This design comes from an exercise in tuning for a short achievable clock period and few clock cycles on the open sky130 flow, not from production work.
Function was checked by simulation only, so behaviour that the tests miss may differ from the original.
No activity file was given, so power comes from the tool's default toggle rates.

==> flow/standard.sh <==
#!/bin/bash
# synth_recipe.tcl (not shown) runs the flow's synth.tcl, then flattens the netlist and writes it again
# the make line also repeats each setting of config.mk as NAME=value (left out here)
make -C /OpenROAD-flow-scripts/flow DESIGN_CONFIG=/design/flow/config.mk WORK_HOME=/design/flow/orfs CLKGATE_MAP_FILE= SYNTH_SCRIPT=/design/flow/synth_recipe.tcl "${@:-finish}"
==> flow/config.mk <==
export PLATFORM = sky130hd
export DESIGN_NAME = re_core
export DESIGN_NICKNAME = re_core
export VERILOG_FILES = /design/flow/design.v
export SDC_FILE = /design/flow/constraint.sdc
export NUM_CORES = 4
export LEC_CHECK = 0
export CAP_MARGIN = 20
export CORE_MARGIN = 2
export CORE_UTILIZATION = 40
export PLACE_DENSITY = 0.6
export SLEW_MARGIN = 20
==> flow/flow/run.sh <==
#!/bin/bash
set -o pipefail
bash standard.sh SETUP_SLACK_MARGIN=7.5 SKIP_LAST_GASP=1 SKIP_GATE_CLONING=1 \
    SLEW_MARGIN=35 CAP_MARGIN=35 \
    "BUFFER_PORTS_ARGS=-buffer_cell sky130_fd_sc_hd__buf_4" finish > standard_flow.log 2>&1
==> flow/design.v <==
module re_core (
    input  wire        clk,
    input  wire        rst,
    input  wire        dztrap,
    output wire        imem_req,
    output wire [15:0] imem_addr,
    input  wire        imem_ack,
    input  wire        imem_err,
    input  wire [15:0] imem_rdata,
    output reg         dmem_req,
    output reg         dmem_we,
    output reg  [15:0] dmem_addr,
    output reg  [15:0] dmem_wdata,
    input  wire        dmem_ack,
    input  wire        dmem_err,
    input  wire [15:0] dmem_rdata,
    output reg         sys_req,
    output reg  [3:0]  sys_op,
    output reg  [15:0] sys_a,
    output reg  [15:0] sys_b,
    output reg  [15:0] sys_c,
    input  wire        sys_ack,
    input  wire [15:0] sys_r0,
    input  wire [15:0] sys_r1,
    output reg         exc_valid,
    output reg  [2:0]  exc_code,
    output reg  [15:0] exc_pc,
    output reg  [7:0]  exc_info,
    output reg         faulted
);
    localparam EXC_ILLEGAL = 3'd0;
    localparam EXC_DIVZERO = 3'd2;
    localparam EXC_FETCH   = 3'd3;
    localparam EXC_DOUBLE  = 3'd4;
    localparam EXC_TRAP    = 3'd5;
    localparam [15:0] E_RANGE = 16'h0101;
    localparam FN = 0, FZ = 1, FC = 2, FV = 3, FS = 4, FD = 5, FI = 6;
    integer i;
    reg [15:0] g [0:15];
    reg [6:0]  flags;
    reg [15:0] cvec;           
    reg        exc;
    reg [15:0] xpc;
    reg [6:0]  xflg;
    reg        dz_q;           
    reg        started;
    reg [15:0] pend;
    function [15:0] conds(input [6:0] f);
        begin
            conds[0]  = f[FZ];
            conds[1]  = !f[FZ];
            conds[2]  = f[FC];
            conds[3]  = !f[FC];
            conds[4]  = f[FN];
            conds[5]  = !f[FN];
            conds[6]  = f[FV];
            conds[7]  = !f[FV];
            conds[8]  = !f[FC] && !f[FZ];
            conds[9]  = f[FC] || f[FZ];
            conds[10] = (f[FN] == f[FV]);
            conds[11] = (f[FN] != f[FV]);
            conds[12] = !f[FZ] && (f[FN] == f[FV]);
            conds[13] = f[FZ] || (f[FN] != f[FV]);
            conds[14] = 1'b1;
            conds[15] = 1'b1;
        end
    endfunction
    reg        f_out;          
    reg [15:0] f_addr;         
    reg        f_kill;         
    reg [15:0] fpc;            
    reg [7:0]  fpc_hi_inc;     
    reg [7:0]  fpc_hi_dec;     
    reg        exp_w2;         
    reg        w2_jmp;         
    reg        hold;           
    reg        brdy;           
    reg        jrdy;           
    reg        rrdy;           
    reg        cur_v;
    reg [15:0] cur_a;
    reg        cur_ph;         
    reg        cur_bus;        
    reg        l_hit;
    reg [15:0] l_data;
    reg        l_rdir;
    reg [15:0] cd [0:63];
    reg [9:0]  ct [0:63];
    reg        cr [0:63];      
    reg [63:0] cvv;
    function [5:0] cidx(input [15:0] a);
        cidx = a[5:0] ^ {a[9:7], 3'b000} ^ {4'b0000, a[11:10]};
    endfunction
    function ill_fn(input [15:0] w);
        begin
            ill_fn = 1'b0;
            case (w[15:12])
                4'h0: ill_fn = (w[3] && w[2] && (w[1] || w[0])) && w[8];
                4'h1: begin
                    case (w[3:0])
                        4'h3: ill_fn = w[8];
                        4'h4: ill_fn = (w[7:4] != 4'h0);
                        4'h5: ill_fn = (w[11:8] != 4'h0);
                        4'h6: ill_fn = (w[7:4] != 4'h0);
                        4'h7: ill_fn = (w[11:8] != 4'h0);
                        4'h8, 4'h9, 4'hB: ill_fn = (w[11:4] != 8'h00);
                        4'hA, 4'hC, 4'hD, 4'hE, 4'hF: ill_fn = 1'b1;
                        default: ill_fn = 1'b0;
                    endcase
                end
                4'h5: ill_fn = (w[7:0] != 8'h00);
                4'h8: ill_fn = (w[11:8] == 4'hF);
                4'h9: begin
                    if (w[11:9] == 3'b000)      ill_fn = (w[7:0] != 8'h00);
                    else if (w[11:9] == 3'b001) ill_fn = (w[3:0] != 4'h0);
                    else                        ill_fn = 1'b1;
                end
                4'hB: ill_fn = (w[3:1] != 3'b000);
                4'hC: ill_fn = (w[3] || w[2] || (w[1] && w[0])) || (w[7] && w[6] && w[5]);
                4'hD: ill_fn = (w[11:8] != 4'h0);
                4'hE, 4'hF: ill_fn = 1'b1;
                default: ill_fn = 1'b0;
            endcase
        end
    endfunction
    function rdir_fn(input [15:0] w);
        rdir_fn = ill_fn(w) || (w[15:12] == 4'h8) || (w[15:12] == 4'hD) ||
                  (w[15:12] == 4'h9 && w[10:9] != 2'b00) ||
                  (w[15:12] == 4'h1 && w[3:0] == 4'hB);
    endfunction
    reg [2:0]  q_cnt;
    reg [15:0] q_w   [0:3];
    reg [15:0] q_pc  [0:3];
    reg [15:0] q_tg  [0:3];    
    reg [3:0]  q_ci  [0:3];    
    reg [3:0]  q_ei  [0:3];    
    reg [20:0] q_pd  [0:3];    
    localparam P_TW = 0, P_ILL = 1, P_ERR = 2, P_CF = 3, P_BCC = 4, P_EXC = 5,
               P_RDD = 6, P_RDS = 7, P_RDC = 8, P_RDE = 9, P_RDF = 10,
               P_WRD = 11, P_WRD1 = 12, P_WR15 = 13, P_WRS1 = 14,
               P_MEM = 15, P_SYS = 16, P_DIV = 17, P_WF = 18, P_JR = 19, P_RETX = 20;
    wire        src_c = !cur_ph && l_hit;      
    wire [15:0] rw    = src_c ? l_data : imem_rdata;
    wire [3:0]  r_op  = rw[15:12];
    localparam V_TG = 0, V_CI = 16, V_EI = 20, V_PD = 24, V_TW = 45, V_ILL = 46, V_ERR = 47,
               V_TRAP = 48, V_JMP = 49, V_CF = 50, V_RETX = 51, V_JR = 52, V_RDIR = 53, V_J9 = 54;
    function [54:0] predec(input [15:0] w, input e, input xw2, input xj,
                           input [15:0] fp, input [7:0] hinc, input [7:0] hdec);
        reg [3:0]  o, d, sx, x;
        reg        il, two, okk, tw, ill, trap, jmp, retx, jr, bcc, cf;
        reg [20:0] pdv;
        reg [8:0]  tlo;
        reg [7:0]  thi;
        begin
            o = w[15:12]; d = w[11:8]; sx = w[7:4]; x = w[3:0];
            il   = ill_fn(w);
            two  = (w[7:0] == 8'h00) && (o == 4'h5 || (o == 4'h9 && d[3:1] == 3'b000));
            okk  = !xw2 && !e && !il;
            tw   = okk && two;
            ill  = !xw2 && !e && il;
            trap = !xw2 && !e && (o == 4'hD) && (d == 4'h0);
            jmp  = xw2 && xj && !e;
            retx = !xw2 && !e && (o == 4'h1) && (x == 4'hB) && (w[11:4] == 8'h00);
            jr   = !xw2 && !e && (o == 4'h9) && (d[3:1] == 3'b001) && (x == 4'h0);
            bcc  = !xw2 && !e && (o == 4'h8) && (d != 4'hF);
            cf   = bcc || jr || retx || ill || e;
            pdv = 21'd0;
            pdv[P_TW]   = tw;
            pdv[P_ILL]  = ill;
            pdv[P_ERR]  = e;
            pdv[P_CF]   = cf;
            pdv[P_BCC]  = bcc;
            pdv[P_EXC]  = ill || e || trap;
            pdv[P_JR]   = jr;
            pdv[P_RETX] = retx;
            if (okk) begin
                pdv[P_RDD] = (o == 4'h0 && x != 4'h7) || (o == 4'h1 && x == 4'h3) ||
                             o == 4'h2 || o == 4'h3 || o == 4'h7;
                pdv[P_RDS] = o == 4'h0 ||
                             (o == 4'h1 && (x[3:2] == 2'b00 || x == 4'h5 || x == 4'h7)) ||
                             o == 4'h6 || o == 4'h7 || (o == 4'h9 && d[1]) ||
                             o == 4'hA || o == 4'hB || o == 4'hC;
                pdv[P_RDC] = o == 4'hA || o == 4'hC;
                pdv[P_RDE] = o == 4'hC;
                pdv[P_RDF] = (o == 4'h1 && (x == 4'h4 || x == 4'hB)) || o == 4'h8 || o == 4'hD;
                pdv[P_WRD] = (o == 4'h0 && x != 4'h8) || (o == 4'h1 && (x[3:2] == 2'b00 || x == 4'h4 || x == 4'h6)) ||
                             o == 4'h2 || o == 4'h4 || o == 4'h5 || o == 4'h6 ||
                             o == 4'hA || o == 4'hB || o == 4'hC;
                pdv[P_WRD1] = (o == 4'h0 && x[3] && x[2] && (x[1] || x[0])) || (o == 4'h1 && x == 4'h3);
                pdv[P_WR15] = o == 4'h9 && d[0];
                pdv[P_WRS1] = o == 4'hC;
                pdv[P_MEM]  = o == 4'h6 || o == 4'h7;
                pdv[P_SYS]  = (o == 4'h1 && (x == 4'h6 || x == 4'h7 || x == 4'h8 || x == 4'h9)) || o == 4'hA || o == 4'hB || o == 4'hC;
                pdv[P_DIV]  = o == 4'h0 && x[3:1] == 3'b111;
                pdv[P_WF]   = (o == 4'h0 && x[3:1] != 3'b111) || (o == 4'h1 && (x[3:2] == 2'b00 || x == 4'h5)) ||
                              o == 4'h2 || o == 4'h3;
            end
            if (trap) pdv[P_RDF] = 1'b1;
            tlo = {1'b0, fp[7:0]} + {1'b0, w[7:0]};
            thi = (tlo[8] && !w[7]) ? hinc : (!tlo[8] && w[7]) ? hdec : fp[15:8];
            predec[V_TG +: 16] = {thi, tlo[7:0]};
            predec[V_CI +: 4]  = (o == 4'hC) ? (sx + 4'd1) : x;
            predec[V_EI +: 4]  = sx + 4'd2;
            predec[V_PD +: 21] = pdv;
            predec[V_TW]   = tw;
            predec[V_ILL]  = ill;
            predec[V_ERR]  = e;
            predec[V_TRAP] = trap;
            predec[V_JMP]  = jmp;
            predec[V_CF]   = cf;
            predec[V_RETX] = retx;
            predec[V_JR]   = jr;
            predec[V_RDIR] = e || (xw2 ? xj : rdir_fn(w));
            predec[V_J9]   = tw && (o == 4'h9);
        end
    endfunction
    wire [54:0] pv_b = predec(imem_rdata, imem_err, exp_w2, w2_jmp, fpc, fpc_hi_inc, fpc_hi_dec);
    wire [54:0] pv_c = predec(l_data, 1'b0, exp_w2, w2_jmp, fpc, fpc_hi_inc, fpc_hi_dec);
    wire [54:0] pv   = src_c ? pv_c : pv_b;
    wire        p_tw   = pv[V_TW];
    wire        p_ill  = pv[V_ILL];
    wire        p_err  = pv[V_ERR];
    wire        p_trap = pv[V_TRAP];
    wire        p_jmp  = pv[V_JMP];
    wire        p_retx = pv[V_RETX];
    wire        p_jr   = pv[V_JR];
    wire        p_cf   = pv[V_CF];
    wire [20:0] p_pd   = pv[V_PD +: 21];
    wire [15:0] p_tg   = pv[V_TG +: 16];
    wire [3:0]  p_ci   = pv[V_CI +: 4];
    wire [3:0]  p_ei   = pv[V_EI +: 4];
    wire [15:0] iw = q_w[0];
    wire [3:0]  op = iw[15:12];
    wire [3:0]  fd = iw[11:8];
    wire [3:0]  fs = iw[7:4];
    wire [3:0]  fx = iw[3:0];
    wire [15:0] simm8 = {{8{iw[7]}}, iw[7:0]};
    wire [15:0] w2 = q_w[1];
    wire [20:0] pd = q_pd[0];
    wire v0 = (q_cnt != 3'd0);
    wire v1 = (q_cnt[2] || q_cnt[1]);
    wire inst_ok = v0 && (!pd[P_TW] || v1);
    wire x_err  = pd[P_ERR] || (pd[P_TW] && q_pd[1][P_ERR]);
    wire op1    = (op == 4'h1);
    wire c_retx = pd[P_RETX];
    wire x_ill  = pd[P_ILL] || (c_retx && !exc);
    wire ok     = !x_err && !pd[P_ILL];
    wire c_trap = ok && (op == 4'hD);
    wire x_exc  = pd[P_EXC] || (pd[P_TW] && q_pd[1][P_ERR]) || (c_retx && !exc);
    wire c_retx_ok = c_retx && exc;
    wire c_op0    = ok && (op == 4'h0);
    wire c_addsub = (c_op0 && (fx[3:2] == 2'b00 || fx == 4'h8)) || (ok && op1 && fx[3:1] == 3'b000) ||
                    (ok && (op == 4'h2 || op == 4'h3));
    wire c_logic  = (c_op0 && fx[3:2] == 2'b01) || (ok && op1 && fx == 4'h2);
    wire c_shift  = c_op0 && (fx == 4'h9 || fx == 4'hA || fx == 4'hB || fx == 4'hC);
    wire c_mul    = (c_op0 && fx == 4'hD) || (ok && op1 && fx == 4'h3);
    wire c_div    = c_op0 && fx[3:1] == 3'b111;
    wire c_mff    = ok && op1 && fx == 4'h4;
    wire c_mtf    = ok && op1 && fx == 4'h5;
    wire c_claim  = ok && op1 && fx == 4'h6;
    wire c_sig    = ok && op1 && fx == 4'h7;
    wire c_kick   = ok && op1 && fx == 4'h8;
    wire c_sleep  = ok && op1 && fx == 4'h9;
    wire c_ldi    = ok && op == 4'h4;
    wire c_ldl    = ok && op == 4'h5;
    wire c_ld     = ok && op == 4'h6;
    wire c_st     = ok && op == 4'h7;
    wire c_bcc    = pd[P_BCC];
    wire c_call   = ok && op == 4'h9 && fd == 4'h1;
    wire c_jr     = pd[P_JR];                       
    wire c_callr  = c_jr && fd[0];
    wire c_wait   = ok && op == 4'hA;
    wire c_cmab   = ok && op == 4'hB;
    wire c_ureq   = ok && op == 4'hC;
    wire [3:0] ci = q_ci[0];
    wire [3:0] ei = q_ei[0];
    reg        x2_v;
    reg [15:0] x2_wm;           
    reg        x2_wf;           
    wire [15:0] busy = pend | x2_wm;
    wire haz = (pd[P_RDD] && busy[fd]) || (pd[P_RDS] && busy[fs]) || (pd[P_RDC] && busy[ci]) ||
               (pd[P_RDE] && busy[ei]) || ((pd[P_RDF] || x_exc) && x2_wf) ||
               (pd[P_WRD] && pend[fd]) || (pd[P_WRD1] && pend[{fd[3:1], 1'b1}]) ||
               (pd[P_WR15] && pend[15]) || (pd[P_WRS1] && pend[ci]);
    reg dq_v, sq_v;
    reg [1:0] dv_st;            
    wire div_busy = (dv_st != 2'd0);
    wire bus_busy = dmem_req || dq_v || sys_req || sq_v;
    wire fire_gen = inst_ok && !faulted && !div_busy && !haz &&
                    !(pd[P_MEM] && dq_v) && !(pd[P_SYS] && sq_v) &&
                    !(x_exc && exc && bus_busy);
    wire fire = pd[P_BCC] ? brdy : (jrdy || rrdy || fire_gen);
    wire bcc_tk = brdy && cvec[fd];
    wire dv_decide = (dv_st == 2'd1);
    wire c_hit  = cur_v && src_c;
    wire c_ack  = cur_v && cur_bus && f_out && imem_ack;
    wire cmpl   = c_hit || c_ack;
    wire rdir_c = exp_w2 ? w2_jmp : l_rdir;
    wire p_rdir = pv[V_RDIR];
    wire room    = ({1'b0, q_cnt} + {3'd0, cur_v}) <= 4'd3;
    wire ok_base = started && !faulted && !dv_decide && !hold && room;
    wire issue_reg = brdy || jrdy || rrdy || (ok_base && (!cur_v || (c_hit && !rdir_c)));
    wire issue     = issue_reg;
    wire [15:0] issue_addr = bcc_tk ? q_tg[0] : fpc;
    wire launch_cur = !f_out && cur_v && !cur_bus && (cur_ph || !l_hit);
    wire launch_new = !f_out && issue_reg;
    wire [15:0] fpc_p1 = fpc + 16'd1;
    wire [15:0] tg0_p1 = q_tg[0] + 16'd1;
    wire [15:0] ia1 = bcc_tk ? tg0_p1 : fpc_p1;
    wire [7:0]  ia1_hinc = bcc_tk ? (tg0_p1[15:8] + 8'd1) : (fpc_p1[15:8] + 8'd1);
    wire [7:0]  ia1_hdec = bcc_tk ? (tg0_p1[15:8] - 8'd1) : (fpc_p1[15:8] - 8'd1);
    reg        imem_req_r;
    reg        bsel_r;
    reg [15:0] base_r;
    assign imem_req  = imem_req_r;
    assign imem_addr = bsel_r ? q_tg[0] : base_r;
    wire [5:0]  ci1 = cidx(fpc);
    wire [5:0]  ci2 = cidx(q_tg[0]);
    wire        lh1 = cvv[ci1] && (ct[ci1] == fpc[15:6]);
    wire        lh2 = cvv[ci2] && (ct[ci2] == q_tg[0][15:6]);
    wire [5:0]  cfi = cidx(f_addr);
    reg [15:0] oh_d, oh_s;
    reg [15:0] ra, rb;
    always @(*) begin
        ra = 16'h0000;
        rb = 16'h0000;
        for (i = 0; i < 16; i = i + 1) begin
            ra = ra | (g[i] & {16{oh_d[i]}});
            rb = rb | (g[i] & {16{oh_s[i]}});
        end
    end
    wire [15:0] rc = g[ci];
    wire [15:0] re = g[ei];
    wire [15:0] pc0  = q_pc[0];
    wire [15:0] pc0p1 = pc0 + 16'd1;
    wire [15:0] pc0p2 = pc0 + 16'd2;
    wire wait_bad = (rb != 16'hFFFF) && (rb > 16'h017F);
    wire cmab_bad = (rb[15:3] != 13'd0);
    wire ureq_bad = (rb >= 16'h0018);
    wire sig_ok   = (rb >= 16'h0100) && (rb <= 16'h017F);
    wire erange   = (c_wait && wait_bad) || (c_cmab && cmab_bad) || (c_ureq && ureq_bad);
    wire        m_sg = (op == 4'h0);
    wire [16:0] m_a  = {m_sg & ra[15], ra};
    wire [17:0] m_b  = {{2{m_sg & rb[15]}}, rb};
    reg  [31:0] pp [0:9];
    reg  [2:0]  bd;
    reg  [31:0] ax;
    always @(*) begin
        ax = {{15{m_a[16]}}, m_a};
        pp[9] = 32'd0;
        for (i = 0; i < 9; i = i + 1) begin
            bd = (i == 0) ? {m_b[1:0], 1'b0} : m_b[2*i+1 -: 3];
            case (bd)
                3'b001, 3'b010: pp[i] = ax << (2*i);
                3'b011:         pp[i] = ax << (2*i+1);
                3'b100: begin   pp[i] = (~ax) << (2*i+1); pp[9] = pp[9] | (32'd1 << (2*i+1)); end
                3'b101, 3'b110: begin pp[i] = (~ax) << (2*i); pp[9] = pp[9] | (32'd1 << (2*i)); end
                default:        pp[i] = 32'd0;
            endcase
        end
    end
    wire [31:0] l1s0 = pp[0] ^ pp[1] ^ pp[2];
    wire [31:0] l1c0 = ((pp[0] & pp[1]) | (pp[0] & pp[2]) | (pp[1] & pp[2])) << 1;
    wire [31:0] l1s1 = pp[3] ^ pp[4] ^ pp[5];
    wire [31:0] l1c1 = ((pp[3] & pp[4]) | (pp[3] & pp[5]) | (pp[4] & pp[5])) << 1;
    wire [31:0] l1s2 = pp[6] ^ pp[7] ^ pp[8];
    wire [31:0] l1c2 = ((pp[6] & pp[7]) | (pp[6] & pp[8]) | (pp[7] & pp[8])) << 1;
    wire [31:0] l2s0 = l1s0 ^ l1c0 ^ l1s1;
    wire [31:0] l2c0 = ((l1s0 & l1c0) | (l1s0 & l1s1) | (l1c0 & l1s1)) << 1;
    wire [31:0] l2s1 = l1c1 ^ l1s2 ^ l1c2;
    wire [31:0] l2c1 = ((l1c1 & l1s2) | (l1c1 & l1c2) | (l1s2 & l1c2)) << 1;
    wire [31:0] l3s0 = l2s0 ^ l2c0 ^ l2s1;
    wire [31:0] l3c0 = ((l2s0 & l2c0) | (l2s0 & l2s1) | (l2c0 & l2s1)) << 1;
    wire        m_zero = (ra == 16'h0000) || (rb == 16'h0000);
    localparam K_ADD = 3'd0, K_LOG = 3'd1, K_SH = 3'd2, K_MUL = 3'd3, K_PASS = 3'd4, K_MTF = 3'd5;
    reg [2:0]  x2_k;
    reg [15:0] x2_a, x2_b;
    reg [3:0]  x2_d;
    reg        x2_wd, x2_wd1;
    reg        x2_sub, x2_sat;
    reg [1:0]  x2_lf;           
    reg [1:0]  x2_sf;           
    reg        x2_sh16, x2_shbig, x2_keepc;
    reg        x2_mz;
    reg        x2_mn;           
    reg        x2_mu;           
    reg [31:0] x2_m0, x2_m1, x2_m2, x2_m3;
    wire [15:0] e_y   = x2_sub ? ~x2_b : x2_b;
    wire [16:0] e_sum = {1'b0, x2_a} + {1'b0, e_y} + {16'd0, x2_sub};
    wire [15:0] e_res = e_sum[15:0];
    wire        e_c   = x2_sub ? !e_sum[16] : e_sum[16];
    wire        e_v   = (x2_a[15] == e_y[15]) && (e_res[15] != x2_a[15]);
    wire [15:0] e_addv = (x2_sat && e_v) ? (x2_a[15] ? 16'h8000 : 16'h7FFF) : e_res;
    wire [15:0] e_zp  = x2_a ^ e_y;
    wire [15:0] e_zk  = {x2_a[14:0] | e_y[14:0], x2_sub};
    wire        e_zf  = (e_zp == e_zk);
    reg [15:0] e_log;
    always @(*) begin
        case (x2_lf)
            2'd0: e_log = x2_a & x2_b;
            2'd1: e_log = x2_a | x2_b;
            2'd2: e_log = x2_a ^ x2_b;
            default: e_log = x2_b;
        endcase
    end
    reg [15:0] e_sh;
    reg        e_shc;
    reg [16:0] e_t;
    reg [4:0]  e_k;
    always @(*) begin
        e_k = x2_sh16 ? 5'd16 : {1'b0, x2_b[3:0]};
        e_t = 17'd0;
        case (x2_sf)
            2'd0: begin
                e_t = {1'b0, x2_a} << e_k;
                e_sh = e_t[15:0];  e_shc = e_t[16];
                if (x2_shbig) begin e_sh = 16'h0000; e_shc = 1'b0; end
            end
            2'd1: begin
                e_t = {x2_a, 1'b0} >> e_k;
                e_sh = e_t[16:1];  e_shc = e_t[0];
                if (x2_shbig) begin e_sh = 16'h0000; e_shc = 1'b0; end
            end
            2'd2: begin
                e_t = $signed({x2_a, 1'b0}) >>> e_k;
                e_sh = e_t[16:1];  e_shc = e_t[0];
                if (x2_shbig) begin e_sh = {16{x2_a[15]}}; e_shc = x2_a[15]; end
            end
            default: begin
                e_sh = (x2_a >> x2_b[3:0]) | (x2_a << (5'd16 - {1'b0, x2_b[3:0]}));
                e_shc = e_sh[15];
            end
        endcase
    end
    wire [31:0] l4s = x2_m0 ^ x2_m1 ^ x2_m2;
    wire [31:0] l4c = ((x2_m0 & x2_m1) | (x2_m0 & x2_m2) | (x2_m1 & x2_m2)) << 1;
    wire [31:0] l5s = l4s ^ l4c ^ x2_m3;
    wire [31:0] l5c = ((l4s & l4c) | (l4s & x2_m3) | (l4c & x2_m3)) << 1;
    wire [31:0] e_prod = l5s + l5c;
    reg [15:0] e_val;
    always @(*) begin
        case (x2_k)
            K_ADD:   e_val = e_addv;
            K_LOG:   e_val = e_log;
            K_SH:    e_val = e_sh;
            K_MUL:   e_val = e_prod[15:0];
            default: e_val = x2_b;
        endcase
    end
    reg [15:0] dv_a, dv_am, dv_bm;
    reg        dv_sg, dv_bz, dv_qn, dv_rn, dv_ovf;
    reg [3:0]  dv_d;
    reg [15:0] dv_pc1;
    reg [15:0] dv_rem, dv_q;
    reg [2:0]  dv_n;
    reg [19:0] dv_m [1:15];
    wire        m_sg_div = (fx == 4'hE);
    wire [15:0] d_am = (m_sg_div && ra[15]) ? (16'h0000 - ra) : ra;
    wire [15:0] d_bm = (m_sg_div && rb[15]) ? (16'h0000 - rb) : rb;
    wire [2:0] d_nn = (dv_am[15:12] != 4'd0) ? 3'd4 : (dv_am[11:8] != 4'd0) ? 3'd3 :
                      (dv_am[7:4] != 4'd0) ? 3'd2 : (dv_am[3:0] != 4'd0) ? 3'd1 : 3'd0;
    wire [19:0] d_t = {dv_rem, dv_am[15:12]};
    reg  [20:0] d_diff [1:15];
    reg  [3:0]  d_dig;
    reg  [15:0] d_nrem;
    always @(*) begin
        d_dig = 4'd0;
        d_nrem = d_t[15:0];
        for (i = 1; i < 16; i = i + 1) begin
            d_diff[i] = {1'b0, d_t} - {1'b0, dv_m[i]};
            if (!d_diff[i][20]) begin
                d_dig = i;
                d_nrem = d_diff[i][15:0];
            end
        end
    end
    wire [15:0] d_qf = dv_qn ? (16'h0000 - dv_q) : dv_q;
    wire [15:0] d_rf = dv_rn ? (16'h0000 - dv_rem) : dv_rem;
    wire [6:0]  d0_flags = {flags[FI], 1'b1, flags[FS], 1'b0, 1'b0, 1'b0, dv_sg ? dv_a[15] : 1'b1};
    wire [19:0] bm20 = {4'd0, dv_bm};
    wire dv_zdo   = dv_decide && dv_bz && !(dz_q && exc && bus_busy);
    wire dv_trap  = dv_zdo && dz_q;
    reg [6:0] flags_n;
    always @(*) begin
        flags_n = flags;
        if (x2_v) begin
            case (x2_k)
                K_ADD: begin
                    flags_n[FN] = e_addv[15];
                    flags_n[FZ] = (e_addv == 16'h0000);
                    flags_n[FC] = e_c;
                    flags_n[FV] = e_v;
                    if (x2_sat && e_v) flags_n[FS] = 1'b1;
                end
                K_LOG: begin
                    flags_n[FN] = e_log[15];
                    flags_n[FZ] = (e_log == 16'h0000);
                end
                K_SH: begin
                    flags_n[FN] = e_sh[15];
                    flags_n[FZ] = (e_sh == 16'h0000);
                    flags_n[FV] = 1'b0;
                    if (!x2_keepc) flags_n[FC] = e_shc;
                end
                K_MUL: begin
                    flags_n[FN] = x2_mu ? e_prod[31] : x2_mn;
                    flags_n[FZ] = x2_mz;
                    flags_n[FC] = 1'b0;
                    flags_n[FV] = 1'b0;
                end
                K_MTF: flags_n = x2_b[6:0];
                default: ;
            endcase
        end
        if (fire && x_exc && !exc)
            flags_n[FI] = 1'b0;
        if (fire && c_retx_ok) begin
            flags_n[FN] = xflg[FN];
            flags_n[FZ] = xflg[FZ];
            flags_n[FC] = xflg[FC];
            flags_n[FV] = xflg[FV];
            flags_n[FI] = xflg[FI];
            flags_n[FS] = xflg[FS] | flags[FS];
            flags_n[FD] = xflg[FD] | flags[FD];
        end
        if (dv_zdo)
            flags_n = (dz_q && !exc) ? {1'b0, d0_flags[5:0]} : d0_flags;
        if (dv_st == 2'd3) begin
            flags_n[FN] = d_qf[15];
            flags_n[FZ] = (d_qf == 16'h0000);
            flags_n[FC] = 1'b0;
            flags_n[FV] = dv_ovf;
        end
    end
    reg [6:0] flags_b;
    always @(*) begin
        flags_b = flags;
        if (x2_v) begin
            case (x2_k)
                K_ADD: begin
                    flags_b[FN] = e_res[15];
                    flags_b[FZ] = e_zf;
                    flags_b[FC] = e_c;
                    flags_b[FV] = e_v;
                end
                K_LOG: begin
                    flags_b[FN] = e_log[15];
                    flags_b[FZ] = (e_log == 16'h0000);
                end
                K_SH: begin
                    flags_b[FN] = e_sh[15];
                    flags_b[FZ] = (e_sh == 16'h0000);
                    flags_b[FV] = 1'b0;
                    if (!x2_keepc) flags_b[FC] = e_shc;
                end
                K_MUL: begin
                    flags_b[FN] = x2_mn;
                    flags_b[FZ] = x2_mz;
                    flags_b[FC] = 1'b0;
                    flags_b[FV] = 1'b0;
                end
                K_MTF: flags_b = x2_b[6:0];
                default: ;
            endcase
        end
        if (fire && x_exc && !exc)
            flags_b[FI] = 1'b0;
        if (fire && c_retx_ok) begin
            flags_b[FN] = xflg[FN];
            flags_b[FZ] = xflg[FZ];
            flags_b[FC] = xflg[FC];
            flags_b[FV] = xflg[FV];
            flags_b[FI] = xflg[FI];
            flags_b[FS] = xflg[FS] | flags[FS];
            flags_b[FD] = xflg[FD] | flags[FD];
        end
        if (dv_zdo)
            flags_b = (dz_q && !exc) ? {1'b0, d0_flags[5:0]} : d0_flags;
        if (dv_st == 2'd3) begin
            flags_b[FN] = d_qf[15];
            flags_b[FZ] = (d_qf == 16'h0000);
            flags_b[FC] = 1'b0;
            flags_b[FV] = dv_ovf;
        end
    end
    reg        dq_we;
    reg [15:0] dq_addr, dq_wdata;
    reg [3:0]  dq_rd;
    reg [3:0]  dm_rd;           
    reg [3:0]  sq_op;
    reg [15:0] sq_a, sq_b, sq_c;
    reg [3:0]  sq_d, sq_d2;
    reg        sq_hd, sq_gen;
    reg [3:0]  sy_d, sy_d2;
    reg        sy_hd, sy_gen;
    reg        wl_v, wl_c;      
    reg [3:0]  wl_d;
    reg [15:0] wl_data;
    reg        ws_v, ws_hd, ws_gen;
    reg [3:0]  ws_d, ws_d2;
    reg [15:0] ws_r0;
    reg [7:0]  ws_r1;
    reg        fl_v;
    reg [5:0]  fl_i;
    reg [9:0]  fl_t;
    reg [15:0] fl_d;
    wire [15:0] n_daddr = rb + {12'd0, fx};
    reg  [3:0]  n_sop;
    reg         n_spush, n_shd;
    always @(*) begin
        n_spush = 1'b0;
        n_shd = 1'b0;
        n_sop = 4'd0;
        if (c_wait)  begin n_spush = !wait_bad; n_shd = 1'b1; n_sop = 4'd0; end
        if (c_cmab)  begin n_spush = !cmab_bad; n_shd = 1'b1; n_sop = fx[0] ? 4'd2 : 4'd1; end
        if (c_ureq)  begin n_spush = !ureq_bad; n_shd = 1'b1; n_sop = 4'd3 + fx; end
        if (c_sig)   begin n_spush = sig_ok;    n_sop = 4'd6; end
        if (c_claim) begin n_spush = 1'b1; n_shd = 1'b1; n_sop = 4'd7; end
        if (c_sleep) begin n_spush = 1'b1; n_sop = 4'd8; end
        if (c_kick)  begin n_spush = 1'b1; n_sop = 4'd9; end
    end
    wire [15:0] n_sb = c_ureq ? {8'h00, rc[7:0]} : rc;
    wire d_free = !dmem_req || dmem_ack;
    wire s_free = !sys_req || sys_ack;
    wire push_m = fire && pd[P_MEM];
    wire push_s = fire && pd[P_SYS] && n_spush;
    wire [1:0] n_cons = !fire ? 2'd0 : (pd[P_TW] ? 2'd2 : 2'd1);
    wire [2:0] q_rem  = q_cnt - {1'b0, n_cons};
    wire       arrive = cmpl;
    wire [2:0] q_cnt_n = dv_trap ? 3'd0 : (q_rem + {2'd0, arrive});
    reg [15:0] nq_w  [0:3];
    reg [15:0] nq_pc [0:3];
    reg [15:0] nq_tg [0:3];
    reg [3:0]  nq_ci [0:3];
    reg [3:0]  nq_ei [0:3];
    reg [20:0] nq_pd [0:3];
    always @(*) begin
        for (i = 0; i < 4; i = i + 1) begin
            if (i < q_cnt) begin
                nq_w[i] = q_w[i]; nq_pc[i] = q_pc[i]; nq_tg[i] = q_tg[i];
                nq_ci[i] = q_ci[i]; nq_ei[i] = q_ei[i]; nq_pd[i] = q_pd[i];
            end else begin
                nq_w[i] = rw; nq_pc[i] = cur_a; nq_tg[i] = p_tg;
                nq_ci[i] = p_ci; nq_ei[i] = p_ei; nq_pd[i] = p_pd;
            end
            if (fire) begin
                if (!pd[P_TW]) begin
                    if (i < 3 && i + 1 < q_cnt) begin
                        nq_w[i] = q_w[i+1]; nq_pc[i] = q_pc[i+1]; nq_tg[i] = q_tg[i+1];
                        nq_ci[i] = q_ci[i+1]; nq_ei[i] = q_ei[i+1]; nq_pd[i] = q_pd[i+1];
                    end else begin
                        nq_w[i] = rw; nq_pc[i] = cur_a; nq_tg[i] = p_tg;
                        nq_ci[i] = p_ci; nq_ei[i] = p_ei; nq_pd[i] = p_pd;
                    end
                end else begin
                    if (i < 2 && i + 2 < q_cnt) begin
                        nq_w[i] = q_w[i+2]; nq_pc[i] = q_pc[i+2]; nq_tg[i] = q_tg[i+2];
                        nq_ci[i] = q_ci[i+2]; nq_ei[i] = q_ei[i+2]; nq_pd[i] = q_pd[i+2];
                    end else begin
                        nq_w[i] = rw; nq_pc[i] = cur_a; nq_tg[i] = p_tg;
                        nq_ci[i] = p_ci; nq_ei[i] = p_ei; nq_pd[i] = p_pd;
                    end
                end
            end
        end
    end
    wire x2_wf_n   = fire && pd[P_WF];
    wire cur_v_n   = !dv_trap && (issue || (cur_v && !cmpl));
    wire f_out_n   = (f_out && !imem_ack) || launch_cur || launch_new;
    wire [15:0] jr_tgt  = g[l_data[7:4]];
    wire [3:0]  r_sx    = l_data[7:4];
    wire [15:0] f_addr_n = launch_cur ? cur_a : (launch_new ? issue_addr : f_addr);
    wire        f_kill_n = (dv_trap && f_out && !imem_ack) ? 1'b1 :
                           (cmpl && cur_bus && !imem_ack) ? 1'b1 :
                           (f_out && imem_ack) ? 1'b0 : f_kill;
    wire [15:0] cur_a_n  = issue ? issue_addr : cur_a;
    wire        cur_ph_n = issue ? 1'b0 : (cur_v ? 1'b1 : cur_ph);
    wire        cur_bus_n = dv_trap ? 1'b0 : issue ? launch_new : launch_cur ? 1'b1 :
                            cmpl ? 1'b0 : cur_bus;
    wire        exp_w2_n = dv_trap ? 1'b0 : cmpl ? p_tw : exp_w2;
    wire        w2_jmp_n = cmpl ? pv[V_J9] : w2_jmp;
    wire        l_hit_n  = bcc_tk ? lh2 : lh1;
    wire        l_rdir_n = bcc_tk ? cr[ci2] : cr[ci1];
    wire        chit_n   = cur_v_n && !cur_ph_n && l_hit_n;
    wire        rdirc_n  = exp_w2_n ? w2_jmp_n : l_rdir_n;
    wire        lc_n     = !f_out_n && cur_v_n && !cur_bus_n && (cur_ph_n || !l_hit_n);
    wire        dvt_nd   = dv_trap && !exc;
    wire [15:0] cvec_n   = conds(flags_n);
    wire [15:0] cvec_b   = conds(flags_b);
    wire        x2_mulu  = x2_v && (((x2_k == K_MUL) && x2_mu) || ((x2_k == K_ADD) && x2_sat));
    wire [1:0]  brdy_s, jrdy_s, rrdy_s, hold_s, req_s, bsel_s;
    wire [31:0] fpc_s, base_s;
    genvar F;
    generate
        for (F = 0; F < 2; F = F + 1) begin : shn
            wire        ff      = (F == 1);
            wire [2:0]  rem     = !ff ? q_cnt : (pd[P_TW] ? q_cnt - 3'd2 : q_cnt - 3'd1);
            wire        hd_q    = (rem != 3'd0);
            wire [20:0] hd_pd   = !hd_q ? p_pd : (!ff ? q_pd[0] : (pd[P_TW] ? q_pd[2] : q_pd[1]));
            wire [3:0]  hd_fd   = !hd_q ? rw[11:8] : (!ff ? q_w[0][11:8] : (pd[P_TW] ? q_w[2][11:8] : q_w[1][11:8]));
            wire        hd_v    = !dv_trap && (hd_q || arrive);
            wire        wf      = ff && pd[P_WF];
            wire        divb    = (dv_st != 2'd0) || (ff && c_div);
            wire        flt     = faulted || (ff && x_exc && exc) || dv_decide;
            wire        brdy_f  = hd_pd[P_BCC] && hd_v && !wf && !cur_v_n && !f_out_n && !divb && !flt &&
                                  !x2_mulu;
            wire [15:0] wmf     = !ff ? 16'h0000 :
                                  ((pd[P_WRD] ? (16'd1 << fd) : 16'h0000) |
                                   (pd[P_WRD1] ? (16'd1 << {fd[3:1], 1'b1}) : 16'h0000) |
                                   (pd[P_WR15] ? 16'h8000 : 16'h0000) |
                                   (pd[P_WRS1] ? (16'd1 << ci) : 16'h0000));
            wire [15:0] jbusy   = x2_wm | wmf | pend;
            wire        headn   = arrive && !hd_q && !dv_trap;
            wire        jrdy_f  = headn && src_c && p_jr && !jbusy[r_sx] && !divb && !div_busy && !flt;
            wire        rrdy_f  = headn && p_retx && exc && !(ff && (x_exc || c_retx)) &&
                                  !wf && !divb && !div_busy && !flt;
            wire [15:0] fpce    = dvt_nd ? 16'h0004 :
                                  (ff && c_jr && !jrdy) ? rb :
                                  (ff && c_retx && !rrdy) ? (exc ? xpc : 16'h0006) :
                                  (ff && x_exc && !c_trap) ? 16'h0006 :
                                  issue ? ia1 : fpc;
            wire        caprd   = cmpl && (p_trap || p_jmp) || jrdy_f || rrdy_f;
            wire [15:0] capa    = jrdy_f ? jr_tgt : rrdy_f ? xpc : p_trap ? 16'h0004 : rw;
            wire [15:0] fpcn    = (caprd && !dvt_nd) ? capa : fpce;
            wire        holdn   = dv_trap ? 1'b0 :
                                  (ff && (pd[P_CF] || (pd[P_TW] && q_pd[1][P_CF]))) ? 1'b0 :
                                  (cmpl && p_cf) ? 1'b1 : hold;
            wire        fltn    = faulted || (ff && x_exc && exc) || (dv_trap && exc);
            wire        dvdecn  = (ff && c_div) || (dv_decide && dv_bz && !dv_zdo);
            wire [2:0]  cntn    = dv_trap ? 3'd0 : (rem + {2'd0, arrive});
            wire        roomn   = ({1'b0, cntn} + {3'd0, cur_v_n}) <= 4'd3;
            wire        okbn    = !fltn && !dvdecn && !holdn && roomn;
            wire        lnn     = !f_out_n && (brdy_f || jrdy_f || rrdy_f ||
                                  (okbn && (!cur_v_n || (chit_n && !rdirc_n))));
            wire [15:0] nxtnf   = issue ? (l_hit_n ? fpcn : issue_addr) :
                                  (cur_v && !cur_bus && !c_hit && !dv_trap) ? cur_a : fpcn;
            wire [15:0] basef0  = launch_cur ? cur_a : launch_new ? issue_addr : nxtnf;
            assign brdy_s[F] = brdy_f;
            assign jrdy_s[F] = jrdy_f;
            assign rrdy_s[F] = rrdy_f;
            assign hold_s[F] = holdn;
            assign req_s[F]  = f_out_n || lc_n || lnn;
            assign bsel_s[F] = brdy_f && cvec_b[hd_fd];
            assign fpc_s[F*16 +: 16]  = fpcn;
            assign base_s[F*16 +: 16] = !f_out ? basef0 : (imem_ack ? nxtnf : f_addr);
        end
    endgenerate
    wire        brdy_n = fire ? brdy_s[1] : brdy_s[0];
    wire        jrdy_n = fire ? jrdy_s[1] : jrdy_s[0];
    wire        rrdy_n = fire ? rrdy_s[1] : rrdy_s[0];
    wire        hold_n = fire ? hold_s[1] : hold_s[0];
    wire        req_n  = fire ? req_s[1]  : req_s[0];
    wire        bsel_n = fire ? bsel_s[1] : bsel_s[0];
    wire [15:0] fpc_n  = fire ? fpc_s[31:16]  : fpc_s[15:0];
    wire [15:0] base_n = fire ? base_s[31:16] : base_s[15:0];
    always @(posedge clk) begin
        if (rst) begin
            started  <= 1'b0;
            dz_q     <= dztrap;
            flags    <= 7'h00;
            cvec     <= conds(7'h00);
            exc      <= 1'b0;
            xpc      <= 16'h0000;
            xflg     <= 7'h00;
            for (i = 0; i < 16; i = i + 1)
                g[i] <= 16'h0000;
            pend     <= 16'h0000;
            f_out    <= 1'b0;
            f_addr   <= 16'h0000;
            f_kill   <= 1'b0;
            cur_v    <= 1'b0;
            cur_ph   <= 1'b0;
            cur_bus  <= 1'b0;
            cvv      <= 64'd0;
            fpc      <= 16'h0000;
            fpc_hi_inc <= 8'h01;
            fpc_hi_dec <= 8'hFF;
            exp_w2   <= 1'b0;
            w2_jmp   <= 1'b0;
            hold     <= 1'b0;
            brdy     <= 1'b0;
            jrdy     <= 1'b0;
            rrdy     <= 1'b0;
            imem_req_r <= 1'b0;
            bsel_r   <= 1'b0;
            base_r   <= 16'h0000;
            q_cnt    <= 3'd0;
            x2_v     <= 1'b0;
            x2_wm    <= 16'h0000;
            x2_wf    <= 1'b0;
            x2_wd    <= 1'b0;
            x2_wd1   <= 1'b0;
            x2_k     <= K_PASS;
            dv_st    <= 2'd0;
            dq_v     <= 1'b0;
            sq_v     <= 1'b0;
            wl_v     <= 1'b0;
            wl_c     <= 1'b0;
            ws_v     <= 1'b0;
            fl_v     <= 1'b0;
            dmem_req <= 1'b0;
            dmem_we  <= 1'b0;
            dmem_addr <= 16'h0000;
            dmem_wdata <= 16'h0000;
            sys_req  <= 1'b0;
            sys_op   <= 4'h0;
            sys_a    <= 16'h0000;
            sys_b    <= 16'h0000;
            sys_c    <= 16'h0000;
            exc_valid <= 1'b0;
            exc_code <= 3'd0;
            exc_pc   <= 16'h0000;
            exc_info <= 8'h00;
            faulted  <= 1'b0;
        end else begin
            started   <= 1'b1;
            dz_q      <= dztrap;
            exc_valid <= 1'b0;
            flags     <= flags_n;
            cvec      <= conds(flags_n);
            brdy      <= brdy_n;
            jrdy      <= jrdy_n;
            rrdy      <= rrdy_n;
            imem_req_r <= req_n;
            bsel_r  <= bsel_n;
            base_r  <= base_n;
            l_hit   <= l_hit_n;
            l_data  <= bcc_tk ? cd[ci2] : cd[ci1];
            l_rdir  <= l_rdir_n;
            f_out   <= f_out_n;
            f_addr  <= f_addr_n;
            f_kill  <= f_kill_n;
            cur_v   <= cur_v_n;
            cur_a   <= cur_a_n;
            cur_ph  <= cur_ph_n;
            cur_bus <= cur_bus_n;
            fpc     <= fpc_n;
            hold    <= hold_n;
            exp_w2  <= exp_w2_n;
            w2_jmp  <= w2_jmp_n;
            if (issue) begin
                fpc_hi_inc <= ia1_hinc;
                fpc_hi_dec <= ia1_hdec;
            end
            fl_v <= f_out && imem_ack && !imem_err;
            fl_i <= cfi;
            fl_t <= f_addr[15:6];
            fl_d <= imem_rdata;
            if (fl_v) begin
                cd[fl_i]  <= fl_d;
                ct[fl_i]  <= fl_t;
                cr[fl_i]  <= rdir_fn(fl_d);
                cvv[fl_i] <= 1'b1;
            end
            for (i = 0; i < 4; i = i + 1) begin
                q_w[i]  <= nq_w[i];
                q_pc[i] <= nq_pc[i];
                q_tg[i] <= nq_tg[i];
                q_ci[i] <= nq_ci[i];
                q_ei[i] <= nq_ei[i];
                q_pd[i] <= nq_pd[i];
            end
            q_cnt <= q_cnt_n;
            oh_d  <= 16'd1 << nq_w[0][11:8];
            oh_s  <= 16'd1 << nq_w[0][7:4];
            wl_c    <= dmem_req && dmem_ack && !dmem_we;
            wl_v    <= dmem_req && dmem_ack && !dmem_we && !dmem_err;
            wl_d    <= dm_rd;
            wl_data <= dmem_rdata;
            ws_v    <= sys_req && sys_ack;
            ws_hd   <= sy_hd;
            ws_gen  <= sy_gen;
            ws_d    <= sy_d;
            ws_d2   <= sy_d2;
            ws_r0   <= sys_r0;
            ws_r1   <= sys_r1[7:0];
            if (wl_v) g[wl_d] <= wl_data;
            if (ws_v) begin
                if (ws_hd) g[ws_d] <= ws_r0;
                if (ws_gen && ws_r0 == 16'h0000) g[ws_d2] <= {8'h00, ws_r1};
            end
            if (x2_v) begin
                if (x2_wd)  g[x2_d] <= e_val;
                if (x2_wd1) g[{x2_d[3:1], 1'b1}] <= e_prod[31:16];
            end
            x2_v  <= 1'b0;
            x2_wm <= 16'h0000;
            x2_wf <= x2_wf_n;
            x2_a   <= ra;
            x2_b   <= rb;
            x2_d   <= fd;
            x2_wd  <= 1'b0;
            x2_wd1 <= 1'b0;
            x2_sub <= 1'b0;
            x2_sat <= 1'b0;
            x2_k   <= K_PASS;
            x2_lf  <= fx[1:0];
            x2_sf  <= fx[1:0] - 2'd1;
            x2_sh16  <= (rb == 16'd16);
            x2_shbig <= (rb > 16'd16);
            x2_keepc <= (fx == 4'hC) ? (rb[3:0] == 4'd0) : (rb == 16'h0000);
            x2_mz  <= m_zero;
            x2_mn  <= (ra[15] ^ rb[15]) && !m_zero;
            x2_mu  <= op1;
            x2_m0  <= l3s0;
            x2_m1  <= l3c0;
            x2_m2  <= l2c1;
            x2_m3  <= pp[9];
            if (fire) begin
                if (x_exc) begin
                    exc_valid <= 1'b1;
                    exc_pc    <= c_trap ? pc0p1 : pc0;
                    if (exc) begin
                        exc_code <= EXC_DOUBLE;
                        exc_info <= 8'h00;
                        faulted  <= 1'b1;
                    end else begin
                        exc_code <= x_err ? EXC_FETCH : (x_ill ? EXC_ILLEGAL : EXC_TRAP);
                        exc_info <= (c_trap && !x_ill && !x_err) ? iw[7:0] : 8'h00;
                        xpc      <= c_trap ? pc0p1 : pc0;
                        xflg     <= flags;
                        exc      <= 1'b1;
                    end
                end
                if (c_retx_ok)
                    exc <= 1'b0;
                if (c_addsub) begin
                    x2_v  <= 1'b1;
                    x2_k  <= K_ADD;
                    if (op == 4'h0) begin
                        x2_sub <= fx[0] || (fx == 4'h8);
                        x2_sat <= (fx == 4'h2 || fx == 4'h3);
                        x2_wd  <= (fx != 4'h8);
                        x2_wm  <= (fx != 4'h8) ? (16'd1 << fd) : 16'd0;
                    end else if (op == 4'h1) begin
                        x2_a   <= 16'h0000;
                        x2_sub <= 1'b1;
                        x2_sat <= fx[0];
                        x2_wd  <= 1'b1;
                        x2_wm  <= 16'd1 << fd;
                    end else begin
                        x2_b   <= simm8;
                        x2_sub <= (op == 4'h3);
                        x2_wd  <= (op == 4'h2);
                        x2_wm  <= (op == 4'h2) ? (16'd1 << fd) : 16'd0;
                    end
                end
                if (c_logic) begin
                    x2_v  <= 1'b1;
                    x2_k  <= K_LOG;
                    x2_wd <= 1'b1;
                    x2_wm <= 16'd1 << fd;
                    if (op1) begin
                        x2_b  <= ~rb;
                        x2_lf <= 2'd3;
                    end
                end
                if (c_shift) begin
                    x2_v  <= 1'b1;
                    x2_k  <= K_SH;
                    x2_wd <= 1'b1;
                    x2_wm <= 16'd1 << fd;
                end
                if (c_mul) begin
                    x2_v   <= 1'b1;
                    x2_k   <= K_MUL;
                    x2_wd  <= 1'b1;
                    x2_wd1 <= 1'b1;
                    x2_wm  <= 16'd3 << {fd[3:1], 1'b0};
                end
                if (c_mff) begin
                    x2_v  <= 1'b1;
                    x2_b  <= {9'd0, flags};
                    x2_wd <= 1'b1;
                    x2_wm <= 16'd1 << fd;
                end
                if (c_mtf) begin
                    x2_v  <= 1'b1;
                    x2_k  <= K_MTF;
                end
                if (c_ldi) begin
                    x2_v  <= 1'b1;
                    x2_b  <= simm8;
                    x2_wd <= 1'b1;
                    x2_wm <= 16'd1 << fd;
                end
                if (c_ldl) begin
                    x2_v  <= 1'b1;
                    x2_b  <= w2;
                    x2_wd <= 1'b1;
                    x2_wm <= 16'd1 << fd;
                end
                if (c_call || c_callr) begin
                    x2_v  <= 1'b1;
                    x2_b  <= c_call ? pc0p2 : pc0p1;
                    x2_d  <= 4'd15;
                    x2_wd <= 1'b1;
                    x2_wm <= 16'h8000;
                end
                if (erange) begin
                    x2_v  <= 1'b1;
                    x2_b  <= E_RANGE;
                    x2_wd <= 1'b1;
                    x2_wm <= 16'd1 << fd;
                end
            end
            if (dq_v) begin
                if (d_free) begin
                    dmem_we    <= dq_we;
                    dmem_addr  <= dq_addr;
                    dmem_wdata <= dq_wdata;
                    dm_rd      <= dq_rd;
                    dq_v       <= 1'b0;
                end
            end else if (push_m) begin
                if (d_free) begin
                    dmem_req   <= 1'b1;
                    dmem_we    <= c_st;
                    dmem_addr  <= n_daddr;
                    dmem_wdata <= ra;
                    dm_rd      <= fd;
                end else begin
                    dq_v     <= 1'b1;
                    dq_we    <= c_st;
                    dq_addr  <= n_daddr;
                    dq_wdata <= ra;
                    dq_rd    <= fd;
                end
            end else if (dmem_ack) begin
                dmem_req <= 1'b0;
            end
            if (sq_v) begin
                if (s_free) begin
                    sys_op <= sq_op;
                    sys_a  <= sq_a;
                    sys_b  <= sq_b;
                    sys_c  <= sq_c;
                    sy_d   <= sq_d;
                    sy_d2  <= sq_d2;
                    sy_hd  <= sq_hd;
                    sy_gen <= sq_gen;
                    sq_v   <= 1'b0;
                end
            end else if (push_s) begin
                if (s_free) begin
                    sys_req <= 1'b1;
                    sys_op  <= n_sop;
                    sys_a   <= rb;
                    sys_b   <= n_sb;
                    sys_c   <= re;
                    sy_d    <= fd;
                    sy_d2   <= ci;
                    sy_hd   <= n_shd;
                    sy_gen  <= c_ureq;
                end else begin
                    sq_v   <= 1'b1;
                    sq_op  <= n_sop;
                    sq_a   <= rb;
                    sq_b   <= n_sb;
                    sq_c   <= re;
                    sq_d   <= fd;
                    sq_d2  <= ci;
                    sq_hd  <= n_shd;
                    sq_gen <= c_ureq;
                end
            end else if (sys_ack) begin
                sys_req <= 1'b0;
            end
            begin : pend_upd
                reg [15:0] p;
                p = pend;
                if (wl_c) p[wl_d] = 1'b0;
                if (ws_v) begin
                    if (ws_hd)  p[ws_d]  = 1'b0;
                    if (ws_gen) p[ws_d2] = 1'b0;
                end
                if (push_m && c_ld) p[fd] = 1'b1;
                if (push_s && n_shd) p[fd] = 1'b1;
                if (push_s && c_ureq) p[ci] = 1'b1;
                pend <= p;
            end
            if (fire && c_div) begin
                dv_st  <= 2'd1;
                dv_a   <= ra;
                dv_am  <= d_am;
                dv_bm  <= d_bm;
                dv_sg  <= m_sg_div;
                dv_bz  <= (rb == 16'h0000);
                dv_qn  <= m_sg_div && (ra[15] ^ rb[15]);
                dv_rn  <= m_sg_div && ra[15];
                dv_ovf <= m_sg_div && (ra == 16'h8000) && (rb == 16'hFFFF);
                dv_d   <= fd;
                dv_pc1 <= pc0p1;
            end
            case (dv_st)
                2'd1: begin
                    if (dv_bz) begin
                        if (dv_zdo) begin
                            g[dv_d] <= dv_sg ? (dv_a[15] ? 16'h8000 : 16'h7FFF) : 16'hFFFF;
                            g[{dv_d[3:1], 1'b1}] <= dv_a;
                            dv_st <= 2'd0;
                            if (dz_q) begin
                                exc_valid <= 1'b1;
                                exc_pc    <= dv_pc1;
                                exc_info  <= 8'h00;
                                if (exc) begin
                                    exc_code <= EXC_DOUBLE;
                                    faulted  <= 1'b1;
                                end else begin
                                    exc_code <= EXC_DIVZERO;
                                    xpc      <= dv_pc1;
                                    xflg     <= d0_flags;
                                    exc      <= 1'b1;
                                end
                            end
                        end
                    end else begin
                        dv_m[1]  <= bm20;
                        dv_m[2]  <= bm20 << 1;
                        dv_m[3]  <= bm20 + (bm20 << 1);
                        dv_m[4]  <= bm20 << 2;
                        dv_m[5]  <= bm20 + (bm20 << 2);
                        dv_m[6]  <= (bm20 + (bm20 << 1)) << 1;
                        dv_m[7]  <= (bm20 << 3) - bm20;
                        dv_m[8]  <= bm20 << 3;
                        dv_m[9]  <= (bm20 << 3) + bm20;
                        dv_m[10] <= (bm20 + (bm20 << 2)) << 1;
                        dv_m[11] <= (bm20 << 3) + (bm20 << 1) + bm20;
                        dv_m[12] <= (bm20 + (bm20 << 1)) << 2;
                        dv_m[13] <= (bm20 << 3) + (bm20 << 2) + bm20;
                        dv_m[14] <= ((bm20 << 3) - bm20) << 1;
                        dv_m[15] <= (bm20 << 4) - bm20;
                        dv_rem <= 16'h0000;
                        dv_q   <= 16'h0000;
                        dv_n   <= d_nn;
                        case (d_nn)
                            3'd3: dv_am <= dv_am << 4;
                            3'd2: dv_am <= dv_am << 8;
                            3'd1: dv_am <= dv_am << 12;
                            default: ;
                        endcase
                        dv_st <= (d_nn == 3'd0) ? 2'd3 : 2'd2;
                    end
                end
                2'd2: begin
                    dv_rem <= d_nrem;
                    dv_q   <= {dv_q[11:0], d_dig};
                    dv_am  <= dv_am << 4;
                    dv_n   <= dv_n - 3'd1;
                    if (dv_n == 3'd1) dv_st <= 2'd3;
                end
                2'd3: begin
                    g[dv_d] <= d_qf;
                    g[{dv_d[3:1], 1'b1}] <= d_rf;
                    dv_st <= 2'd0;
                end
                default: ;
            endcase
        end
    end
endmodule
==> flow/constraint.sdc <==
create_clock -name core_clock -period 12.0 [get_ports {clk}]
set_input_delay 2.4000 -clock core_clock [delete_from_list [all_inputs] [get_ports {clk}]]
set_output_delay 2.4000 -clock core_clock [all_outputs]
set_load 0.01 [all_outputs]
==> results.txt <==
==> final timing paths <==
kind               endpoint     start  slack [ns]  cells after the start
setup / recovery  x2_m0[31]  oh_s[12]        6.98                     22
hold / removal      wl_d[1]  dm_rd[1]        0.42                      0
setup reg to reg  x2_m0[31]  oh_s[12]        6.98                     22
hold reg to reg     wl_d[1]  dm_rd[1]        0.42                      0
==> worst max-delay path: stages, from the launching register on <==
cell	delay, ns
edfxtp_1	0.42
buf_12	0.18
buf_12	0.14
a22o_1	0.23
a221oi_2	0.22
nand3_1	0.13
nor2_2	0.18
buf_12	0.18
clkinvlp_4	0.11
buf_6	0.15
ha_4	0.17
buf_12	0.12
nor3_4	0.15
or3_4	0.17
fa_2	0.47
fa_2	0.59
inv_2	0.06
ha_4	0.24
xor2_4	0.18
xnor2_2	0.15
xnor2_1	0.20
xnor2_1	0.16
xnor2_1	0.09
==> registers in the layout, indices dropped and copies added (netlist names), 17 cells and up, named ones only <==
register / count
cd: 1024
cr: 64
ct: 640
cvv: 64
dv_m: 136
g: 256
q_pc: 64
q_pd: 80
q_tg: 64
q_w: 64
x2_m0: 32
x2_m1: 27
x2_m2: 19
x2_m3: 17
==> power breakdown <==
group	switching, µW	leakage, µW	total [µW]	internal, µW
clock	5050	0.00581	11500	6490
sequential	1460	0.0303	16100	14700
combinational	26100	0.0489	44400	18300
total	32600	0.0850	72000	39400
==> layout by cell type (no fill, tap or decap), drive strengths merged, types with 131 or more instances in the layout <==
cell       n
a22oi    282
nand2   1669
mux4    1482
fa       185
ha       594
a211oi   253
o22ai    160
clkbuf   501
nand3    391
a31oi    147
inv      643
clkinv   148
buf     1395
mux2i    247
edfxtp  2940
o21ai   1121
nor3     257
nor2    1552
dfxtp    360
a221oi   207
a21o     131
a21oi   1279
xnor2    392
o211ai   223
xor2     245
==> cell usage after synthesis, types with 185 or more instances <==
library cell | count | area [µm²]
edfxtp_1 | 2940 | 88280
nand2_1 | 1669 | 6265
nor2_1 | 1551 | 5822
mux4_2 | 1482 | 33380
a21oi_1 | 1278 | 6396
o21ai_0 | 1067 | 5340
clkbuf_1 | 998 | 3746
inv_1 | 648 | 2432
ha_1 | 594 | 7432
xnor2_1 | 392 | 3433
nand3_1 | 391 | 1957
dfxtp_1 | 360 | 7207
a22oi_1 | 282 | 2117
nor3_1 | 256 | 1281
a211oi_1 | 252 | 1892
mux2i_1 | 247 | 2472
xor2_1 | 244 | 2137
o211ai_1 | 223 | 1674
a221oi_1 | 198 | 1734
fa_1 | 185 | 3704
==> what timing repair did <==
item	CTS	global route
buffers inserted	322	259
resized for setup	840	923
setup endpoints to repair	1518	787
pin swaps	130	255
==> final cells by class <==
type,count,share of cell area [%]
clock buffers,489,4.128
well taps,6916,3.532
clock inverters,193,0.7733
diodes,19,0.01941
repair buffers,1409,6.213
multi-input cells,12527,45.21
inverters,671,1.118
flip-flops and latches,3300,39.00
==> cells by family after synthesis <==
family | Yosys count | share of synthesized area (%)
other | 1 | 0.001812
buffers and inverters | 2019 | 3.815
AO/OA/AOI/OAI | 4592 | 14.13
XOR/XNOR | 637 | 2.700
adder cells (fa/ha/maj) | 779 | 5.382
flip-flops | 3300 | 46.15
multiplexers | 1808 | 17.76
AND/OR/NAND/NOR | 4710 | 10.07
==> metal layers <==
layer / vias up / track usage, % / wire, µm
met5: - / 0.009246 / 304
met4: 36 / 19.20 / 66910
met3: 3085 / 9.721 / 118200
met2: 12502 / 48.65 / 385700
met1: 84998 / 40.81 / 313300
li1: 69942 / - / -
==> per-stage QoR <==
stage	setup WS (ns)	power (µW)	instances	hold slack, ns	util, %
after global routing	6.885	74120	25512	0.4237	47.47
final	6.982	72040	25524	0.4199	47.48
after floorplan	6.474	39190	17846	0.4003	-
after global placement	4.919	52180	24195	0.4034	42.21
after CTS	7.039	68300	25239	0.4197	46.17
after detailed placement	5.175	52610	24235	0.4057	42.41
==> flow_summary.yaml <==
setup_path:
  crit_required_ns: 12.73
  critPathLaunchType: "register"
  arrival_ns: 5.74
  crit_fanout: 5
  critPathKind: "register to register"
  end_kind: "register"
final_layout:
  fillCellCount: 45637
  finalNetCount: 19132
  stdcell_area_mm2: 0.2450
  drive_above_1_share_pct: 25.32
  multi_input_area_mm2: 0.1108
  register_area_mm2: 0.09554
  syn_to_final_growth_pct: 18.40
clocking:
  clock-sinks: 3300
  cts.clk_slew.worst_paths_ns: 0.06
  cts_inserted_buffers: 372
  clock_latency_ns: 1.08
  cts_hold_buf: 0
  cts_tree: "done"
  clockBufferDepth: 4
  h-tree-depth: 5
  root_buffer: "clkbuf_16"
sta:
  rsz0062_at_grt: "yes"
  setup_viol: 0
  hold_viol: 0
  min_period_over_period_pct: 41.81
  tightest_slew_ns: 1.048
  fmax_mhz: 199.3
  finalSetupTns_ns: 0
  min_period_ns: 5.018
  drv_slew: 0
  fin_skew_ns: 0.1384
  maxSlewHeadroom_pct: 29.37
detailed_routing:
  wirelength_um: 884400
  postRouteAntennaNets: 0
  via_per_inst: 6.682
  drcViolationCount: 0
  wl_per_cell_um: 34.65
  first_pass_iters: 14
  via_count: 170563
  drt_iter0_markers: 26242
power:
  powerDensity_mw_per_mm2: 294.1
  leakage_uw: 0.08503
  ir_drop_uv: 519.5
logic_synthesis:
  synthDistinctLibCells: 103
  synth-async-reset-ratio_pct: 0
  syn_area_per_cell_um2: 11.59
  synthCells: 17846
  syn_area_mm2: 0.2069
  yosysWarnings: 16
  synthesis.nets: 18697
  synth_seq_cells: 3300
  synth_edf_count: 2940
  synthFlopType: "edfxtp_1"
  ys_seq_area_share_pct: 46.15
global_routing:
  globalRouteTotalUtil_pct: 32.20
  grt_max_degree: 94
  gr-total-overflow: 0
  antenna_found_initial: 58
  grt_pass1_vias: 157789
  grt_pass1_wl_um: 1211000
placement:
  dpl_cell_area_mm2: 0.2188
  port-buffer-count: 196
  globalplace.congestion: 1.016
  dp_hpwl_um: 564100
floorplan:
  core_area_mm2: 0.5160
  die_x_um: 723.2
  fp.dieArea_mm2: 0.5230
  die-height_um: 723.2
  start_util_pct: 40.10
  pin_count: 205
  rows: 264
outcome:
  outcome: "no timing/DRC/antenna violations"
flow_run:
  maxCapViolCount: 0
hold_path:
  hold_path_class: "register to register"
Testbench counts, summed over its fixed seeds: cycles 52,097.

[afterwards: timing with drivers on the ports]
Ports are ideal in the flow. The routed layout listed here was re-timed in OpenROAD. Step 1: set_driving_cell puts a clkbuf_16 on clk and a buf_2 on each other input, an assumption about the parent block. Step 2, shift: input delay + t, output delay - t, t = (earliest + latest rising clock arrival at the registers) / 2. This alone moves slack from input paths to output paths. a / b / c = ideal / step 1 / step 2; a / b = the first two.
shift t [ns]: 1.132
setup slack, ns: 6.982 / 6.982 / 6.268
worst hold slack (ns): 0.420 / 0.420 / 0.420
worst slew at a driven data input, ns: 0.18
cell pins on the clock port's net: 1
After both steps setup and hold are still met in this run. For this run, drivers alone change the setup slack by 0.000 ns; drivers and shift together by -0.714 ns.
